From an optimization exercise on the open Yosys and OpenROAD flow, aimed at small area, a short achievable clock period and few clock cycles per item; shortcuts taken in it are not production practice.
At most, simulation tests tie the RTL to the original design; equivalence was not proved.

## ln_aes128
module ln_aes128 (
    input  wire         clk,
    input  wire         rst,       
    input  wire         start,     
    input  wire [127:0] key,
    input  wire [127:0] din,
    output wire         ready,
    output reg          done,      
    output wire [127:0] dout
);
Size in the first run: about 4200 cells after synthesis, roughly 270 flip-flops, ~390 I/O pins.
Settings: LEC_CHECK=0, CAP_MARGIN=20, CELL_PAD_IN_SITES_DETAIL_PLACEMENT=1, CELL_PAD_IN_SITES_GLOBAL_PLACEMENT=2, CORE_MARGIN=2, CORE_UTILIZATION=50, GPL_ROUTABILITY_DRIVEN=1, PLACE_DENSITY=0.6, SETUP_SLACK_MARGIN=3.5, SLEW_MARGIN=20, TNS_END_PERCENT=10; clock period 10.0 ns.
standard.sh (not shown) runs the stock make flow with config.mk's settings and CLKGATE_MAP_FILE= SYNTH_SCRIPT=/design/flow/synth_recipe.tcl, a recipe that flattens the netlist after the stock synthesis.
==> flow/flow/run.sh <==
#!/bin/bash
# Own layout flow: the standard layout (standard.sh), except that the
# technology mapping step of the standard synthesis runs ABC with the script
# in flow/map.abc instead of ORFS's abc_speed/abc_area script. Everything
# else (Yosys passes, flip-flop mapping, flattening, renaming, floorplan,
# placement, CTS, routing) is the standard flow unchanged.
set -euo pipefail
W=$(pwd)
# ORFS synth.tcl with only the ABC script swapped
sed -e "s#log_cmd abc {\*}\$abc_args#log_cmd abc -script $W/flow/map.abc {*}[lrange \$abc_args 2 end]#" \
    "$FLOW_HOME/scripts/synth.tcl" > "$W/synth_mod.tcl"
grep -q "flow/map.abc" "$W/synth_mod.tcl"
# synth_recipe.tcl with synth.tcl replaced by the copy above
sed -e "s#source \$::env(SCRIPTS_DIR)/synth.tcl#source $W/synth_mod.tcl#" \
    "$W/synth_recipe.tcl" > "$W/own_synth.tcl"
grep -q "synth_mod.tcl" "$W/own_synth.tcl"
# standard.sh with the synthesis script replaced
sed -e "s#SYNTH_SCRIPT=[^ ]*#SYNTH_SCRIPT=$W/own_synth.tcl#" "$W/standard.sh" > "$W/own_standard.sh"
grep -q "own_synth.tcl" "$W/own_standard.sh"
bash "$W/own_standard.sh" finish > "$W/flow_make.log" 2>&1
test -f "$W/out/final.def"
==> flow/flow/map.abc <==
strash; &get -n; &dch -f; &nf -R 1000; &put; topo; stime -c
The baseline ran to the end with no violations.
Testbench counts at the start, summed over its fixed seeds: cycles 17,600, blocks 1,600.
Change:
- SETUP_SLACK_MARGIN: 3.5 -> 3.0
- TNS_END_PERCENT: 10 -> not set
Result: Hold slack is about the same. Final cell count is lower by 0.92%. Via count went down by 7.4%. Global-route usage is lower by 0.95 points.
Change:
==> flow/run.sh (new file) <==
#!/bin/bash
# synth_recipe.tcl (not shown) runs the flow's synth.tcl, then flattens the netlist and writes it again
# the make line also repeats each setting of config.mk as NAME=value (left out here)
make -C /OpenROAD-flow-scripts/flow DESIGN_CONFIG=/design/flow/config.mk WORK_HOME=/design/flow/orfs CLKGATE_MAP_FILE= SYNTH_SCRIPT=/design/flow/synth_recipe.tcl finish
- CORE_UTILIZATION: 50 -> 25
- PLACE_DENSITY: 0.6 -> 0.4
- SETUP_SLACK_MARGIN: 3.0 -> not set
removed: flow/flow/run.sh
removed: flow/flow/map.abc
removed: flow/standard.sh
After rerunning: The changed run finished clean; flip-flop and latch count is unchanged; clock-buffer cell count rose by 16; cell area rose by 59%; fmax fell by 19%; final cell count rose by 86%; utilization fell by 34 points; worst setup slack got worse by 1700 ps; via count rose by 79%; worst hold slack improved by 46 ps.
Change:
- ABC_AREA: not set -> 1
- SETUP_SLACK_MARGIN: not set -> 4.5
What happened:
- register-to-register slack improved by 3500 ps
- die area shrinks by 2.1%
- clock-buffer cell count came out lower by 7
- setup slack is better by 3500 ps
- wire length climbs by 2.4%
- final cell count rose by 41%
- cell area rises by 9.8%

========
Setup of main:
ln_aes128, a different RTL version from the one above (not shown whole).
Size in the first run: ~390 I/O pins, roughly 0.034 mm^2 of cells after synthesis.
==> flow/config.mk <==
export PLATFORM = sky130hd
export DESIGN_NAME = ln_aes128
export DESIGN_NICKNAME = ln_aes128
export VERILOG_FILES = /design/flow/design.v
export SDC_FILE = /design/flow/constraint.sdc
export NUM_CORES = 4
export LEC_CHECK = 0
export CAP_MARGIN = 20
export CELL_PAD_IN_SITES_DETAIL_PLACEMENT = 0
export CELL_PAD_IN_SITES_GLOBAL_PLACEMENT = 0
export CORE_MARGIN = 2
export CORE_UTILIZATION = 60
export GPL_ROUTABILITY_DRIVEN = 1
export PLACE_DENSITY = 0.75
export SETUP_SLACK_MARGIN = 3.0
export SLEW_MARGIN = 20
==> flow/constraint.sdc <==
create_clock -name core_clock -period 10.0 [get_ports {clk}]
set_input_delay 2.0000 -clock core_clock [delete_from_list [all_inputs] [get_ports {clk}]]
set_output_delay 2.0000 -clock core_clock [all_outputs]
set_load 0.01 [all_outputs]
==> flow/flow/run.sh <==
#!/bin/bash
# Own layout flow: the standard layout (standard.sh), except that
#  - the technology mapping step of the standard synthesis runs ABC with the
#    script in flow/map.abc instead of ORFS's abc_speed/abc_area script;
#  - every input and output port still gets its own buffer, but the port
#    buffers are sky130_fd_sc_hd__buf_1 (buffer_ports -buffer_cell).
# Everything else (Yosys passes, flip-flop mapping, flattening, renaming,
# floorplan, placement, CTS, routing) is the standard flow unchanged.
set -euo pipefail
W=$(pwd)
# ORFS synth.tcl with only the ABC script swapped
sed -e "s#log_cmd abc {\*}\$abc_args#log_cmd abc -script $W/flow/map.abc {*}[lrange \$abc_args 2 end]#" \
    "$FLOW_HOME/scripts/synth.tcl" > "$W/synth_mod.tcl"
grep -q "flow/map.abc" "$W/synth_mod.tcl"
# synth_recipe.tcl with synth.tcl replaced by the copy above
sed -e "s#source \$::env(SCRIPTS_DIR)/synth.tcl#source $W/synth_mod.tcl#" \
    "$W/synth_recipe.tcl" > "$W/own_synth.tcl"
grep -q "synth_mod.tcl" "$W/own_synth.tcl"
# standard.sh with the synthesis script replaced
sed -e "s#SYNTH_SCRIPT=[^ ]*#SYNTH_SCRIPT=$W/own_synth.tcl 'BUFFER_PORTS_ARGS=-inputs -outputs -buffer_cell sky130_fd_sc_hd__buf_1'#" \
    "$W/standard.sh" > "$W/own_standard.sh"
grep -q "own_synth.tcl" "$W/own_standard.sh"
grep -q "buffer_cell" "$W/own_standard.sh"
bash "$W/own_standard.sh" finish > "$W/flow_make.log" 2>&1
test -f "$W/out/final.def"
==> flow/flow/map.abc <==
strash; &get -n; &dch -f; &nf -R 1000; &put; topo; stime -c
### main -> the feature branch
==> flow/flow/run.sh <==
#!/bin/bash
# Own layout flow: the standard layout (standard.sh), except that
#  - the technology mapping step of the standard synthesis runs ABC with the
#    script in flow/map.abc instead of ORFS's abc_speed/abc_area script;
#  - every input and output port still gets its own buffer, but the port
#    buffers are sky130_fd_sc_hd__buf_1 (buffer_ports -buffer_cell);
#  - the floorplan step does not run its pre-placement timing repair, which
#    times the unplaced netlist with wire-load models (REMOVE_ABC_BUFFERS=1);
#    timing is repaired after placement, CTS and global routing as usual.
# Everything else (Yosys passes, flip-flop mapping, flattening, renaming,
# floorplan, placement, CTS, routing) is the standard flow unchanged.
set -euo pipefail
W=$(pwd)
# ORFS synth.tcl with only the ABC script swapped
sed -e "s#log_cmd abc {\*}\$abc_args#log_cmd abc -script $W/flow/map.abc {*}[lrange \$abc_args 2 end]#" \
    "$FLOW_HOME/scripts/synth.tcl" > "$W/synth_mod.tcl"
grep -q "flow/map.abc" "$W/synth_mod.tcl"
# synth_recipe.tcl with synth.tcl replaced by the copy above
sed -e "s#source \$::env(SCRIPTS_DIR)/synth.tcl#source $W/synth_mod.tcl#" \
    "$W/synth_recipe.tcl" > "$W/own_synth.tcl"
grep -q "synth_mod.tcl" "$W/own_synth.tcl"
# standard.sh with the synthesis script replaced
sed -e "s#SYNTH_SCRIPT=[^ ]*#SYNTH_SCRIPT=$W/own_synth.tcl 'BUFFER_PORTS_ARGS=-inputs -outputs -buffer_cell sky130_fd_sc_hd__buf_1' REMOVE_ABC_BUFFERS=1#" \
    "$W/standard.sh" > "$W/own_standard.sh"
grep -q "own_synth.tcl" "$W/own_standard.sh"
grep -q "buffer_cell" "$W/own_standard.sh"
grep -q "REMOVE_ABC_BUFFERS=1" "$W/own_standard.sh"
bash "$W/own_standard.sh" finish > "$W/flow_make.log" 2>&1
test -f "$W/out/final.def"
-- flow/config.mk --
<<< main, line 11
export CORE_MARGIN = 2
export CORE_UTILIZATION = 60
export GPL_ROUTABILITY_DRIVEN = 1
export PLACE_DENSITY = 0.75
>>> the feature branch, line 11
export CORE_MARGIN = 2
export CORE_UTILIZATION = 60
export CTS_BUF_LIST = sky130_fd_sc_hd__clkbuf_4 sky130_fd_sc_hd__clkbuf_8
export GPL_ROUTABILITY_DRIVEN = 1
export PLACE_DENSITY = 0.75
--- outcome ---
- Final cell utilization of the core of main is on par with the feature branch.
- The feature branch vs main, critical path endpoint: rkey[22] vs state[10]
- Slack of the critical path: the feature branch and main compared, lower one is the feature branch
No run of this note included a check of the RTL's function; only the layout flow was run.

afterwards: timing with drivers on the ports:
The flow's constraints put no driver on any port. The routed layouts listed below were extracted and timed again, unchanged, in two steps. Step 1, drivers: a clkbuf_16 drives clk and a buf_2 each remaining input, both assumed. Step 2 adds t to the input delays and takes it off the output delays; t is the mean of the earliest and latest rising clock arrival at the registers after step 1. Input paths then give back, and output paths get back, about the clock's delay inside the block. Slacks: ideal ports / drivers / drivers and shift; pairs: ideal ports / drivers.
| run | t, ns | setup WS [ns] | hold slack, ns | worst register clock-pin slew, ns | cell pins on the clock port's net |
|---|---|---|---|---|---|
| the first run of note 1 | 0.639 | 2.308 / 2.308 / 2.308 | 0.576 / 0.576 / 0.576 | 0.07 / 0.07 | 1 |
| the second run of note 1 | 0.631 | 2.949 / 2.949 / 2.949 | 0.574 / 0.574 / 0.574 | 0.07 / 0.07 | 1 |
| the third run of note 1 | 0.723 | 1.288 / 1.288 / 1.288 | 0.620 / 0.620 / 0.620 | 0.07 / 0.07 | 1 |
| the fourth run of note 1 | 0.756 | 4.762 / 4.762 / 4.762 | 0.612 / 0.612 / 0.612 | 0.07 / 0.07 | 1 |
| main | 0.617 | 3.260 / 3.260 / 2.769 | 0.550 / 0.550 / 0.550 | 0.06 / 0.06 | 1 |
| the feature branch | 0.718 | 3.093 / 3.093 / 2.606 | 0.593 / 0.593 / 0.593 | 0.07 / 0.07 | 1 |
After both steps every run listed still meets setup and hold. The setup slack of main, which loses most, moves by 0.000 ns with the drivers and by -0.491 ns with both steps.
